Background: an optimization exercise with open tools, aiming at small area, a short achievable clock period and few clock cycles per item. Do not read the settings as production practice.
Function was checked by simulation only, so behaviour that the tests miss may differ from the original.
Power is estimated from default activity; no workload was simulated.

==> design/flow/config.mk <==
export PLATFORM = sky130hd
export DESIGN_NAME = wte_sha384
export DESIGN_NICKNAME = wte_sha384
export VERILOG_FILES = /design/flow/design.v
export SDC_FILE = /design/flow/constraint.sdc
export NUM_CORES = 4
export LEC_CHECK = 0
export ABC_AREA = 1
export CAP_MARGIN = 20
export CORE_MARGIN = 2
export CORE_UTILIZATION = 40
export CTS_CLUSTER_DIAMETER = 80
export CTS_CLUSTER_SIZE = 30
export PLACE_DENSITY = 0.72
export SLEW_MARGIN = 20
export SYNTH_MEMORY_MAX_BITS = 16384
==> design/flow/constraint.sdc <==
create_clock -name core_clock -period 11.0 [get_ports {clk}]
set_input_delay 2.2000 -clock core_clock [delete_from_list [all_inputs] [get_ports {clk}]]
set_output_delay 2.2000 -clock core_clock [all_outputs]
set_load 0.01 [all_outputs]
==> design/flow/design.v <==
module wte_sha384 (
    input  wire         clk,
    input  wire         rst,           
    input  wire         in_valid,
    output wire         in_ready,
    input  wire [63:0]  in_word,
    input  wire         in_first,      
    input  wire         in_last,       
    output wire         out_valid,
    input  wire         out_ready,
    output wire [383:0] out_digest
);
    localparam [63:0] IV0 = 64'hcbbb9d5dc1059ed8;
    localparam [63:0] IV1 = 64'h629a292a367cd507;
    localparam [63:0] IV2 = 64'h9159015a3070dd17;
    localparam [63:0] IV3 = 64'h152fecd8f70e5939;
    localparam [63:0] IV4 = 64'h67332667ffc00b31;
    localparam [63:0] IV5 = 64'h8eb44a8768581511;
    localparam [63:0] IV6 = 64'hdb0c2e0d64f98fa7;
    localparam [63:0] IV7 = 64'h47b5481dbefa4fa4;
    localparam [63:0] K0  = 64'h428a2f98d728ae22;
    localparam [63:0] K1  = 64'h7137449123ef65cd;
    localparam [1:0] S_INIT = 2'd0,    
                     S_IDLE = 2'd1,    
                     S_RUN  = 2'd2,    
                     S_FIN  = 2'd3;    
    function [63:0] kconst(input [6:0] t);
        case (t)
            7'd0 : kconst = 64'h428a2f98d728ae22;
            7'd1 : kconst = 64'h7137449123ef65cd;
            7'd2 : kconst = 64'hb5c0fbcfec4d3b2f;
            7'd3 : kconst = 64'he9b5dba58189dbbc;
            7'd4 : kconst = 64'h3956c25bf348b538;
            7'd5 : kconst = 64'h59f111f1b605d019;
            7'd6 : kconst = 64'h923f82a4af194f9b;
            7'd7 : kconst = 64'hab1c5ed5da6d8118;
            7'd8 : kconst = 64'hd807aa98a3030242;
            7'd9 : kconst = 64'h12835b0145706fbe;
            7'd10: kconst = 64'h243185be4ee4b28c;
            7'd11: kconst = 64'h550c7dc3d5ffb4e2;
            7'd12: kconst = 64'h72be5d74f27b896f;
            7'd13: kconst = 64'h80deb1fe3b1696b1;
            7'd14: kconst = 64'h9bdc06a725c71235;
            7'd15: kconst = 64'hc19bf174cf692694;
            7'd16: kconst = 64'he49b69c19ef14ad2;
            7'd17: kconst = 64'hefbe4786384f25e3;
            7'd18: kconst = 64'h0fc19dc68b8cd5b5;
            7'd19: kconst = 64'h240ca1cc77ac9c65;
            7'd20: kconst = 64'h2de92c6f592b0275;
            7'd21: kconst = 64'h4a7484aa6ea6e483;
            7'd22: kconst = 64'h5cb0a9dcbd41fbd4;
            7'd23: kconst = 64'h76f988da831153b5;
            7'd24: kconst = 64'h983e5152ee66dfab;
            7'd25: kconst = 64'ha831c66d2db43210;
            7'd26: kconst = 64'hb00327c898fb213f;
            7'd27: kconst = 64'hbf597fc7beef0ee4;
            7'd28: kconst = 64'hc6e00bf33da88fc2;
            7'd29: kconst = 64'hd5a79147930aa725;
            7'd30: kconst = 64'h06ca6351e003826f;
            7'd31: kconst = 64'h142929670a0e6e70;
            7'd32: kconst = 64'h27b70a8546d22ffc;
            7'd33: kconst = 64'h2e1b21385c26c926;
            7'd34: kconst = 64'h4d2c6dfc5ac42aed;
            7'd35: kconst = 64'h53380d139d95b3df;
            7'd36: kconst = 64'h650a73548baf63de;
            7'd37: kconst = 64'h766a0abb3c77b2a8;
            7'd38: kconst = 64'h81c2c92e47edaee6;
            7'd39: kconst = 64'h92722c851482353b;
            7'd40: kconst = 64'ha2bfe8a14cf10364;
            7'd41: kconst = 64'ha81a664bbc423001;
            7'd42: kconst = 64'hc24b8b70d0f89791;
            7'd43: kconst = 64'hc76c51a30654be30;
            7'd44: kconst = 64'hd192e819d6ef5218;
            7'd45: kconst = 64'hd69906245565a910;
            7'd46: kconst = 64'hf40e35855771202a;
            7'd47: kconst = 64'h106aa07032bbd1b8;
            7'd48: kconst = 64'h19a4c116b8d2d0c8;
            7'd49: kconst = 64'h1e376c085141ab53;
            7'd50: kconst = 64'h2748774cdf8eeb99;
            7'd51: kconst = 64'h34b0bcb5e19b48a8;
            7'd52: kconst = 64'h391c0cb3c5c95a63;
            7'd53: kconst = 64'h4ed8aa4ae3418acb;
            7'd54: kconst = 64'h5b9cca4f7763e373;
            7'd55: kconst = 64'h682e6ff3d6b2b8a3;
            7'd56: kconst = 64'h748f82ee5defb2fc;
            7'd57: kconst = 64'h78a5636f43172f60;
            7'd58: kconst = 64'h84c87814a1f0ab72;
            7'd59: kconst = 64'h8cc702081a6439ec;
            7'd60: kconst = 64'h90befffa23631e28;
            7'd61: kconst = 64'ha4506cebde82bde9;
            7'd62: kconst = 64'hbef9a3f7b2c67915;
            7'd63: kconst = 64'hc67178f2e372532b;
            7'd64: kconst = 64'hca273eceea26619c;
            7'd65: kconst = 64'hd186b8c721c0c207;
            7'd66: kconst = 64'heada7dd6cde0eb1e;
            7'd67: kconst = 64'hf57d4f7fee6ed178;
            7'd68: kconst = 64'h06f067aa72176fba;
            7'd69: kconst = 64'h0a637dc5a2c898a6;
            7'd70: kconst = 64'h113f9804bef90dae;
            7'd71: kconst = 64'h1b710b35131c471b;
            7'd72: kconst = 64'h28db77f523047d84;
            7'd73: kconst = 64'h32caab7b40c72493;
            7'd74: kconst = 64'h3c9ebe0a15c9bebc;
            7'd75: kconst = 64'h431d67c49c100d4c;
            7'd76: kconst = 64'h4cc5d4becb3e42b6;
            7'd77: kconst = 64'h597f299cfc657e2a;
            7'd78: kconst = 64'h5fcb6fab3ad6faec;
            7'd79: kconst = 64'h6c44198c4a475817;
            default: kconst = 64'h0;
        endcase
    endfunction
    function [63:0] maj3(input [63:0] x, input [63:0] y, input [63:0] z);
        maj3 = (x & y) | (x & z) | (y & z);
    endfunction
    function [63:0] add_sk(input [63:0] x, input [63:0] y);
        reg [63:0] g, p, gn, pn;
        integer l, i;
        begin
            g = x & y;
            p = x ^ y;
            for (l = 0; l < 6; l = l + 1) begin
                gn = g;
                pn = p;
                for (i = 0; i < 64; i = i + 1)
                    if (i & (1 << l)) begin
                        gn[i] = g[i] | (p[i] & g[((i >> l) << l) - 1]);
                        pn[i] = p[i] & p[((i >> l) << l) - 1];
                    end
                g = gn;
                p = pn;
            end
            add_sk = (x ^ y) ^ {g[62:0], 1'b0};
        end
    endfunction
    function [63:0] add_bk(input [63:0] x, input [63:0] y);
        reg [63:0] g, p;
        integer l, i;
        begin
            g = x & y;
            p = x ^ y;
            for (l = 0; l < 6; l = l + 1)
                for (i = (2 << l) - 1; i < 64; i = i + (2 << l)) begin
                    g[i] = g[i] | (p[i] & g[i - (1 << l)]);
                    p[i] = p[i] & p[i - (1 << l)];
                end
            for (l = 4; l >= 0; l = l - 1)
                for (i = (3 << l) - 1; i < 64; i = i + (2 << l)) begin
                    g[i] = g[i] | (p[i] & g[i - (1 << l)]);
                    p[i] = p[i] & p[i - (1 << l)];
                end
            add_bk = (x ^ y) ^ {g[62:0], 1'b0};
        end
    endfunction
    reg  [1:0]  st;
    reg  [6:0]  cnt;           
    reg  [3:0]  ph;            
    reg  [4:0]  m;             
    reg  [1:0]  nstart;        
    reg         nfirst, nlast, cfirst, clast;
    reg         dig_valid;
    reg         run;           
    reg         arnd;          
    reg         rl64;          
    reg         fin;           
    reg         fxa;           
    reg  [3:0]  fcj;           
    reg  [3:0]  ivj;           
    reg         nivl;          
    reg         fin_a;         
    reg         fxa_a;
    reg  [3:0]  fcj_a;
    reg  [3:0]  ivj_a;         
    reg         nivl_a;
    reg         dlast;         
    reg         rdy;           
    reg  [63:0] a, b, c, d, e, f, g, h;
    reg  [63:0] w [0:15];
    reg  [63:0] kr;            
    reg  [63:0] q;             
    reg  [63:0] ws;            
    reg  [63:0] x0, x1, x2, x3;    
    reg  [63:0] y0, y1, y2, y3;    
    wire [1:0]  j = ph[1:0];
    assign in_ready = rdy;
    wire acc = in_valid && rdy;
    wire ready  = (st == S_IDLE) || (j == 2'd3 && (st == S_INIT || fin));
    wire full_n = (m == 5'd16) || (m == 5'd15 && acc);
    wire go     = ready && full_n && ((ph + 4'd1) == {nstart, 2'b00});
    wire [3:0] ph_n = ph + 4'd1;
    wire blk_n = run && cnt < 7'd67;
    wire rdy0 = (m != 5'd16) && !blk_n &&
                ((m == 5'd0) ? (ph_n[1:0] == 2'd0)
                             : (ph_n == {nstart, 2'b00} + m[3:0]));
    wire rdy1 = (m != 5'd15) && !blk_n;
    wire dig_n = (dig_valid && !out_ready) || dlast;
    wire fin_end = fin && j == 2'd3;
    wire [1:0] st_n = go ? S_RUN :
                      (run && cnt == 7'd79) ? S_FIN :
                      ready ? S_IDLE : st;
    wire fin_n = (st_n == S_FIN) && ((ph_n[1:0] == 2'd0) ? !dig_n : fin && !fin_end);
    wire ivl_n = (st == S_INIT && j != 2'd3) || (fin_n && clast);
    wire [3:0] jn_oh = 4'b0001 << ph_n[1:0];
    always @(posedge clk) begin
        if (rst) begin
            st        <= S_INIT;
            ph        <= 4'd0;
            m         <= 5'd0;
            dig_valid <= 1'b0;
            run       <= 1'b0;
            arnd      <= 1'b0;
            rl64      <= 1'b0;
            fin       <= 1'b0;
            fxa       <= 1'b0;
            fcj       <= 4'd0;
            ivj       <= 4'b0001;
            nivl      <= 1'b0;
            fin_a     <= 1'b0;
            fxa_a     <= 1'b0;
            fcj_a     <= 4'd0;
            ivj_a     <= 4'd0;
            nivl_a    <= 1'b1;
            dlast     <= 1'b0;
            rdy       <= 1'b1;
        end else begin
            st        <= st_n;
            ph        <= ph_n;
            m         <= go ? 5'd0 : m + {4'd0, acc};
            dig_valid <= dig_n;
            run       <= go || (run && cnt != 7'd79);
            arnd      <= run;
            rl64      <= go || (run && cnt < 7'd63);
            fin       <= fin_n;
            fxa       <= fin_n && !cfirst;
            fcj       <= (fin_n && cfirst) ? jn_oh : 4'd0;
            ivj       <= ivl_n ? jn_oh : 4'd0;
            nivl      <= !ivl_n;
            fin_a     <= fin;
            fxa_a     <= fxa;
            fcj_a     <= fcj;
            ivj_a     <= ivj;
            nivl_a    <= nivl;
            dlast     <= fin_end && clast;
            rdy       <= acc ? rdy1 : rdy0;
        end
    end
    always @(posedge clk) begin
        if (acc && m == 5'd0) begin
            nstart <= ph[3:2];
            nfirst <= in_first;
            nlast  <= in_last;
        end
        if (go) begin
            cfirst <= nfirst;
            clast  <= nlast;
            cnt    <= 7'd0;
        end else begin
            cnt    <= cnt + 7'd1;
        end
        kr <= run ? kconst(cnt + 7'd2) : (j == 2'd3 ? K1 : K0);
    end
    assign out_valid  = dig_valid;
    assign out_digest = {x3, x2, x1, x0, y3, y2};
    wire [63:0] w1 = w[1], w2 = w[2], w10 = w[10], w14 = w[14];
    wire [63:0] ss0 = {w2[0], w2[63:1]} ^ {w2[7:0], w2[63:8]} ^ {7'd0, w2[63:7]};
    wire [63:0] ss1 = {w14[18:0], w14[63:19]} ^ {w14[60:0], w14[63:61]} ^ {6'd0, w14[63:6]};
    wire [63:0] q1s = w10 ^ ss0 ^ w1;
    wire [63:0] q1c = {maj3(w10, ss0, w1), 1'b0};
    wire [63:0] bs1 = {e[13:0], e[63:14]} ^ {e[17:0], e[63:18]} ^ {e[40:0], e[63:41]};
    wire [63:0] bs0 = {a[27:0], a[63:28]} ^ {a[33:0], a[63:34]} ^ {a[38:0], a[63:39]};
    wire [63:0] ch  = (e & f) ^ (~e & g);
    wire [63:0] mj  = maj3(a, b, c);
    wire [63:0] r1s = q ^ bs1 ^ ch;
    wire [63:0] r1c = {maj3(q, bs1, ch), 1'b0};
    wire [63:0] e_rnd = add_sk(r1s, r1c);
    wire [63:0] nd  = ~d;
    wire [63:0] r2s = e ^ nd ^ mj;
    wire [63:0] r2c = {maj3(e, nd, mj), 1'b1};
    wire [63:0] r3s = r2s ^ r2c ^ bs0;
    wire [63:0] r3c = {maj3(r2s, r2c, bs0), 1'b0};
    wire [63:0] a_rnd = add_sk(r3s, r3c);
    wire [63:0] p1s = g ^ kr ^ w1;
    wire [63:0] p1c = {maj3(g, kr, w1), 1'b0};
    wire [63:0] p2s = p1s ^ p1c ^ b;
    wire [63:0] p2c = {maj3(p1s, p1c, b), 1'b0};
    function [63:0] iv_a(input [3:0] oh);
        iv_a = ({64{oh[0]}} & IV3) | ({64{oh[1]}} & IV2) |
               ({64{oh[2]}} & IV1) | ({64{oh[3]}} & IV0);
    endfunction
    function [63:0] iv_e(input [3:0] oh);
        iv_e = ({64{oh[0]}} & IV7) | ({64{oh[1]}} & IV6) |
               ({64{oh[2]}} & IV5) | ({64{oh[3]}} & IV4);
    endfunction
    wire [63:0] hop_a = iv_a(fcj_a) | ({64{fxa_a}} & x0);
    wire [63:0] hop_e = iv_e(fcj) | ({64{fxa}} & y0);
    wire [63:0] sum_e = add_sk(rl64 ? ss1 : hop_e, rl64 ? ws : h);
    wire [63:0] sum_a = add_sk(hop_a, d);
    integer i;
    always @(posedge clk) begin
        for (i = 0; i < 15; i = i + 1)
            w[i] <= w[i + 1];
        w[15] <= rl64 ? sum_e : (rdy ? in_word : w[0]);
        ws <= add_sk(q1s, q1c);
        q  <= add_sk(p2s, p2c);
    end
    always @(posedge clk) begin
        b <= a;
        c <= b;
        d <= c;
        f <= e;
        g <= f;
        h <= g;
        if (arnd)
            a <= a_rnd;
        else
            a <= iv_a(ivj_a) | ({64{nivl_a}} & sum_a);
        if (run)
            e <= e_rnd;
        else
            e <= iv_e(ivj) | ({64{nivl}} & sum_e);
    end
    always @(posedge clk) begin
        if (fin_a) begin
            x0 <= x1; x1 <= x2; x2 <= x3; x3 <= sum_a;
        end
        if (fin) begin
            y0 <= y1; y1 <= y2; y2 <= y3; y3 <= sum_e;
        end
    end
endmodule
==> design/flow/flow/run.sh <==
#!/bin/bash
set -euo pipefail
bash standard.sh SETUP_SLACK_MARGIN=7.2 finish > standard_flow.log 2>&1
==> design/flow/standard.sh <==
#!/bin/bash
# synth_recipe.tcl (not shown) runs the flow's synth.tcl, then flattens the netlist and writes it again
# the make line also repeats each setting of config.mk as NAME=value (left out here)
make -C /OpenROAD-flow-scripts/flow DESIGN_CONFIG=/design/flow/config.mk WORK_HOME=/design/flow/orfs CLKGATE_MAP_FILE= SYNTH_SCRIPT=/design/flow/synth_recipe.tcl "${@:-finish}"
==> results.sh, run 1 <==
export IMPL_status="no timing/DRC/antenna violations"
export IMPL_synth_edf_count=518
export IMPL_total_leakage_power_nw=54.0
export IMPL_crit_chain="buf_4 -> inv_4 -> ha_2 -> clkbuf_8 -> nand2_1 -> inv_1 -> nor2_1 -> nand2_1 -> o21ai_0 -> a21oi_1 -> nand2_1 -> a21oi_1 -> o21ai_1"
export IMPL_hp_class="reg2reg"
export IMPL_finalCriticalPeriod_ns=3.98
export IMPL_grt_max_degree=141
export IMPL_yosysSeqAreaShare=0.506
export IMPL_crit_path_end_kind="flip-flop"
export IMPL_netlist_area_leader_share=0.352
export IMPL_max_cap_viol_count=0
export IMPL_fmax_mhz=251
export IMPL_grt_busiest_layer="met2"
export IMPL_seq_area_mm2=0.0515
export IMPL_clock_latency_ns=0.90
export IMPL_largest_reg_flops=1024
export IMPL_slew_viol_final=0
export IMPL_setup_violations=0
export IMPL_startpoint_type="flip-flop"
export IMPL_cts_tree="built"
export IMPL_fillCellCount=23635
export IMPL_synth_nets=11624
export IMPL_nNetsFinal=12191
export IMPL_cts_max_path_buffers=3
export IMPL_grt_pass1_wl_um=526000
export IMPL_syn_avg_cell_area_um2=9.39
export IMPL_required_ns=11.70
export IMPL_synthArstFlopShare=0
export IMPL_grt_use_met2=0.442
export IMPL_path_class="reg2reg"
export IMPL_synth_area_mm2=0.101
export IMPL_core_area_mm2=0.251
export IMPL_synth_top_area_cell="dfxtp_1"
export IMPL_ant_nets=0
export IMPL_antenna_found_initial=21
export IMPL_grtUsageMet1=0.379
export IMPL_slowest_stage="nor2_1"
export IMPL_start_util=0.402
export IMPL_hold_violations=0
export IMPL_slew_headroom=0.168
export IMPL_synth_area_leaders="dfxtp_1, edfxtp_1, nand2_1, fa_1, inv_1"
export IMPL_synth_cells=10745
export IMPL_dieArea_mm2=0.256
export IMPL_yosysWarningCount=2
export IMPL_drt_wl_total_um=382000
export IMPL_chipWidth_um=506
export IMPL_wl_per_cell_um=25.9
export IMPL_cts_max_level=3
export IMPL_place_gp_congestion=1.06
export IMPL_overflow=0
export IMPL_path_max_fanout=39
export IMPL_holdWs_ns=0.281
export IMPL_vias=77453
export IMPL_dp_hpwl_um=297000
export IMPL_io_pins=456
export IMPL_grt_util_all_layers=0.289
export IMPL_worstMarginPinSlew_ns=1.24
export IMPL_synth_ff_type="dfxtp_1"
export IMPL_port_buffers=455
export IMPL_synth_seq_cells=2292
export IMPL_drive_gt1_frac=0.0925
export IMPL_final_setup_tns_ns=0
export IMPL_most_common_layout_cells="nand2_1, dfxtp_1, inv_1"
export IMPL_path_common_cell="nand2_1"
export IMPL_final_common_cell="nand2_1"
export IMPL_regMostFlops="w"
export IMPL_multiInputGateArea_mm2=0.0442
export IMPL_drc_errors=0
export IMPL_peakVddDrop_mv=0.197
export IMPL_worst_ep_arrival_time_ns=4.67
export IMPL_drt_initial_drc_count=8628
export IMPL_path_clk_slew_ns=0.11
export IMPL_synth_distinct_cells=58
export IMPL_cts_sinks=2292
export IMPL_ctsHoldBuffers=0
export IMPL_vias_per_cell=5.25
export IMPL_clock_skew_ns=0.118
export IMPL_die_y_um=506
export IMPL_rows=184
export IMPL_syn_to_final_growth_pct=15.3
export IMPL_powerDensity_mw_per_mm2=234
export IMPL_cts_root_buf="clkbuf_16"
export IMPL_finalCritPeriodShare=0.362
export IMPL_first_pass_iters=8
export IMPL_cts_buffers=110
export IMPL_grt_pass1_vias=72605
export IMPL_met3_usage=0.0553
export IMPL_rsz0062_at_grt="yes"
export IMPL_max_stage_delay_ns=0.63
-- worst max-delay path, delay by kind of cell, from the launching register on --
| family | cells | cell delay [ns] |
|---|---|---|
| buffers and inverters | 4 | 0.94 |
| adders and majority gates | 1 | 0.33 |
| and+or+nand+nor | 4 | 1.21 |
| DFF | 1 | 0.32 |
| AOI/OAI and AO/OA | 4 | 0.93 |
-- Yosys cell counts, types with 3 or more instances --
library cell and instances:
o21ai_0 284, clkbuf_1 158, o21bai_1 26, fa_1 408, nand2_1 2305, xnor2_1 250
a21o_1 27, or2_2 43, xor2_2 4, a21boi_0 30, xor2_1 340, a32o_1 11
clkinv_1 5, o221ai_1 13, o31ai_1 3, nor2_2 9, nand3_1 797, o21a_1 11
nor3_1 75, nor2_1 562, buf_4 17, and2_1 72, a31oi_1 52, a22oi_1 11
nand4_1 19, buf_1 20, edfxtp_1 518, o22ai_1 4, inv_2 7, inv_1 1551
o2111ai_1 5, and3_1 5, dfxtp_1 1774, ha_1 401, nand3b_1 31, maj3_1 55
mux2i_1 106, a21oi_1 542, nand2_2 6, buf_2 70, o311ai_0 4, a211oi_1 5
o21ai_1 17, a221oi_1 9, o211ai_1 65
-- timing repair --
| action | CTS | global route |
|---|---|---|
| buffers inserted | 123 | 44 |
| gates resized for setup | 1041 | 366 |
| endpoints found under the hold margin | 0 | 0 |
| pin swaps | 15 | 34 |
| endpoints found under the setup margin | 738 | 310 |
| gates cloned | 7 | 2 |
-- power by group --
| part | internal (mW) | switching (mW) |
|---|---|---|
| Clock | 2.13 | 3.10 |
| Combinational | 4.30 | 7.17 |
| Sequential | 9.59 | 0.937 |
-- through the flow --
stage          instance area (um^2)  worst slack (ns)  utilization  instances  total power [mW]
2_1_floorplan                101000              7.20            -      10745              18.0
3_3_place_gp                 109000              5.37        0.435      14372              20.7
3_5_place_dp                 109000              5.40        0.435      14372              20.9
4_1_cts                      115000              7.10        0.457      14702              26.4
5_1_grt                      116000              7.11        0.463      14758              29.0
6_report                     116000              7.02        0.463      14764              27.2
-- metal layers --
| layer | part of all wire | up-vias |
|---|---|---|
| li1 | - | 35348 |
| met1 | 0.40 | 37523 |
| met2 | 0.44 | 3698 |
| met3 | 0.095 | 874 |
| met4 | 0.073 | 10 |
| met5 | 0.00017 | - |
-- kinds of logic (layout without fill, tap and decap cells) --
logic type / count (synthesis) / after routing / synth area share
xor+xnor: 595 / 595 / 0.0521
other cells: 0 / 16 / 0
flops: 2292 / 2292 / 0.506
mux: 106 / 106 / 0.0105
simple gates: 3935 / 3939 / 0.163
buf+inv: 1830 / 2481 / 0.0697
fa+ha+maj: 864 / 864 / 0.136
compound gates: 1123 / 1123 / 0.0627
-- area by class of cell --
type / count / share of cell area
Clock buffer: 136 / 0.0247
Antenna cell: 16 / 0.000344
Inverter: 1563 / 0.0507
Timing Repair Buffer: 718 / 0.0557
Tap cell: 3348 / 0.0360
Clock inverter: 64 / 0.00989
Multi-Input combinational cell: 6627 / 0.380
Sequential cell: 2292 / 0.443
-- path summary, 6_finish.rpt --
path                            slack (ns)  depth (start not counted)   endpoint       from
worst max-delay path                  7.02                         13     kr[10]     cnt[1]
worst min-delay path                  0.28                          0  w[10][58]  w[11][58]
worst max register to register        7.02                         13     kr[10]     cnt[1]
worst min register to register        0.28                          0  w[10][58]  w[11][58]
Testbench counts, summed over its fixed seeds: cycles 202,356, blocks 2,407.
==> run 2: changes to the inputs <==
--- a/design/flow/config.mk
+++ b/design/flow/config.mk
@@ -8,5 +8,5 @@
 export ABC_AREA = 1
-export CAP_MARGIN = 20
+export CAP_MARGIN = 40
 export CORE_MARGIN = 2
-export CORE_UTILIZATION = 40
+export CORE_UTILIZATION = 50
 export CTS_CLUSTER_DIAMETER = 80
@@ -14,3 +14,3 @@
 export PLACE_DENSITY = 0.72
-export SLEW_MARGIN = 20
+export SLEW_MARGIN = 40
 export SYNTH_MEMORY_MAX_BITS = 16384
==> run 2 against run 1 <==
Against the previous run:
- sequential share of layout area down 0.24 points
- synthesized cell count unchanged
- largest cell class unchanged
- still clean on timing, DRC and antenna
- core utilization up 12 points
- combinational power up 6%
==> results.sh, run 2 <==
export IMPL_status="no timing/DRC/antenna violations"
export IMPL_slew_viol_final=0
export IMPL_synth_nets=11624
export IMPL_p_seq_frac=0.375
export IMPL_cts_sinks=2292
export IMPL_dp_hpwl_um=315000
export IMPL_fmax_mhz=262
export IMPL_synth_most_common_cell="nand2_1"
export IMPL_cp_top_family="flip-flops"
export IMPL_max_stage_delay_ns=0.55
export IMPL_slowest_stage="edfxtp_1"
export IMPL_antenna_found_initial=36
export IMPL_min_from="w[15][31]"
export IMPL_clock_latency_ns=0.86
export IMPL_worstReg2RegStart="cnt[1]"
export IMPL_power_switching_mw=11.8
export IMPL_overflow=0
export IMPL_chipWidth_um=453
export IMPL_grtUsageMet1=0.511
export IMPL_synth_cells=10745
export IMPL_cts_buffers=117
export IMPL_path_max_fanout=2
export IMPL_nNetsFinal=12296
export IMPL_syn_avg_cell_area_um2=9.39
export IMPL_rsz0062_at_grt="yes"
export IMPL_peakVddDrop_mv=0.222
export IMPL_drt_initial_drc_count=9570
export IMPL_finalNonFillerCells=14174
export IMPL_path_class="reg2out"
export IMPL_synth_top_area_cell="dfxtp_1"
export IMPL_first_pass_iters=7
export IMPL_hp_class="reg2reg"
export IMPL_combPwrFrac=0.434
export IMPL_core_area_mm2=0.200
export IMPL_port_buffers=455
export IMPL_setup_violations=0
export IMPL_cts_tree="built"
export IMPL_largest_reg_flops=1024
export IMPL_synth_area_mm2=0.101
export IMPL_grt_use_met2=0.583
export IMPL_regMostFlops="w"
export IMPL_synth_ff_type="dfxtp_1"
export IMPL_ctsHoldBuffers=0
export IMPL_hold_violations=0
export IMPL_grt_max_degree=160
export IMPL_worst_ep_arrival_time_ns=1.62
export IMPL_path_clk_slew_ns=0.11
export IMPL_synth_edf_count=518
export IMPL_startpoint_type="flip-flop"
export IMPL_start_util=0.504
export IMPL_syn_to_final_growth_pct=16.1
export IMPL_slew_headroom=0.352
export IMPL_fin_util=0.585
export IMPL_finalCriticalPeriod_ns=3.82
export IMPL_cts_root_buf="clkbuf_16"
export IMPL_total_leakage_power_nw=54.7
export IMPL_worstMarginPinSlew_ns=0.971
export IMPL_rows=164
export IMPL_most_common_layout_cells="nand2_1, dfxtp_1, inv_1"
export IMPL_vias_per_cell=5.59
export IMPL_final_setup_tns_ns=0
export IMPL_grt_pass1_vias=75947
export IMPL_drt_wl_total_um=403000
export IMPL_met3_usage=0.0711
export IMPL_synth_area_leaders="dfxtp_1, edfxtp_1, nand2_1, fa_1, inv_1"
export IMPL_crit_path_end_kind="output port"
export IMPL_cts_max_level=3
export IMPL_dieArea_mm2=0.205
export IMPL_io_pins=456
export IMPL_yosysSeqAreaShare=0.506
export IMPL_drive_gt1_frac=0.110
export IMPL_power_share_switching=0.418
export IMPL_netlist_area_leader_share=0.352
export IMPL_place_gp_congestion=1.07
export IMPL_synth_seq_cells=2292
export IMPL_path_buf_inv=1
export IMPL_die_y_um=453
export IMPL_cts_max_path_buffers=3
export IMPL_pwr_share_clk=0.191
export IMPL_vias=79247
export IMPL_crit_start="y3[57]"
export IMPL_required_ns=8.80
export IMPL_synth_commonest_cells="nand2_1, dfxtp_1, inv_1, nand3_1, nor2_1"
export IMPL_wl_per_cell_um=28.4
export IMPL_finalCritPeriodShare=0.347
export IMPL_clock_skew_ns=0.0556
export IMPL_ant_nets=0
export IMPL_synth_distinct_cells=58
export IMPL_final_common_cell="nand2_1"
export IMPL_grt_util_all_layers=0.385
export IMPL_drc_errors=0
export IMPL_dp_cells=13688
export IMPL_yosysWarningCount=2
export IMPL_fillCellCount=17202
export IMPL_grt_pass1_wl_um=556000
export IMPL_crit_chain="buf_2"
export IMPL_powerDensity_mw_per_mm2=240
export IMPL_grt_busiest_layer="met2"
export IMPL_max_cap_viol_count=0
export IMPL_synthArstFlopShare=0
export IMPL_internal_power_mw=16.4
## run 2: cell counts after synthesis
Identical to the previous run, type by type.
## run 2: worst paths after layout
kind / cells past startpoint / slack, ns / endpoint
max: 1 / 7.18 / out_digest[121]
min: 0 / 0.29 / w[14][31]
max reg2reg: 12 / 7.18 / kr[41]
min reg2reg: 0 / 0.29 / w[14][31]
## run 2: cell type report
type                    count  area (um^2)  share of cell area
well taps                2656         3320              0.0284
repair buffers            814         7170              0.0612
clock buffers             144         3100              0.0265
clock inverters            66         1120             0.00956
diodes                     10         25.0            0.000214
inverters                1563         5900              0.0504
multi-input cells        6629        44900               0.384
flip-flops and latches   2292        51600               0.440
## run 2: per-stage QoR
step | setup WS (ns) | power, mW | instance area, um^2 | hold WS (ns)
floorplan | 7.20 | 18.0 | 101000 | 0.310
global placement | 5.24 | 20.8 | 108000 | 0.310
detailed placement | 5.49 | 21.1 | 109000 | 0.312
CTS | 7.12 | 27.1 | 115000 | 0.298
global route | 7.13 | 29.8 | 117000 | 0.296
finish | 7.18 | 28.2 | 117000 | 0.294
## run 2: cells by family (layout without fill, tap and decap cells)
family                   Yosys count  after routing  share of synthesized area
multiplexers                     106            106                     0.0105
AO/OA/AOI/OAI                   1123           1123                     0.0627
AND/OR/NAND/NOR                 3935           3941                      0.163
buffers and inverters           1830           2587                     0.0697
flip-flops                      2292           2292                      0.506
other                              0             10                          0
adder cells (fa/ha/maj)          864            864                      0.136
XOR/XNOR                         595            595                     0.0521
## run 2: metal layers
metal	part of all wire	vias to the layer above	wire, um
met5	0.00026	-	104
met4	0.074	16	29800
met3	0.090	983	36500
met2	0.44	3933	176000
met1	0.40	38804	161000
li1	-	35511	-
## run 2: what timing repair did
item,CTS,global route
gates cloned,9,1
resized for setup,1138,419
buffers inserted,140,115
setup endpoints to repair,781,332
pin swaps,20,53
## run 2: power groups by stage
stage	clock network [mW]	logic, mW	registers, mW
2_1_floorplan	0	7.89	10.1
3_3_place_gp	0	10.1	10.7
3_5_place_dp	0	10.4	10.7
4_1_cts	5.44	11.1	10.5
5_1_grt	5.71	13.5	10.6
6_report	5.39	12.2	10.6

==> re-timing with driven ports <==
How much do the figures lean on ideal ports? The routed layouts below were timed once more, with nothing changed but the port constraints. Step 1 (the two cells are an assumption about what drives the block):
set clk [get_ports {clk}]
set_driving_cell -lib_cell sky130_fd_sc_hd__clkbuf_16 $clk
set_driving_cell -lib_cell sky130_fd_sc_hd__buf_2 [delete_from_list [all_inputs] $clk]
Step 2 also shifts input and output timing later by t, the mid clock arrival at the registers, as if the neighbouring blocks saw the same clock. Slacks: ideal ports / drivers / drivers and shift; pairs: ideal ports / drivers.
| run | t (ns) | setup WS [ns] | hold slack, ns | clock arrival spread, ns | worst register clock-pin slew, ns |
|---|---|---|---|---|---|
| run 1 | 0.938 | 7.022 / 7.013 / 6.225 | 0.281 / 0.281 / 0.281 | 0.124 / 0.124 | 0.12 / 0.12 |
| run 2 | 0.933 | 7.178 / 7.075 / 6.634 | 0.294 / 0.294 / 0.294 | 0.056 / 0.055 | 0.12 / 0.12 |
After both steps every run listed still meets setup and hold. For run 1, which loses most, drivers alone change the setup slack by -0.009 ns; drivers and shift together by -0.797 ns.
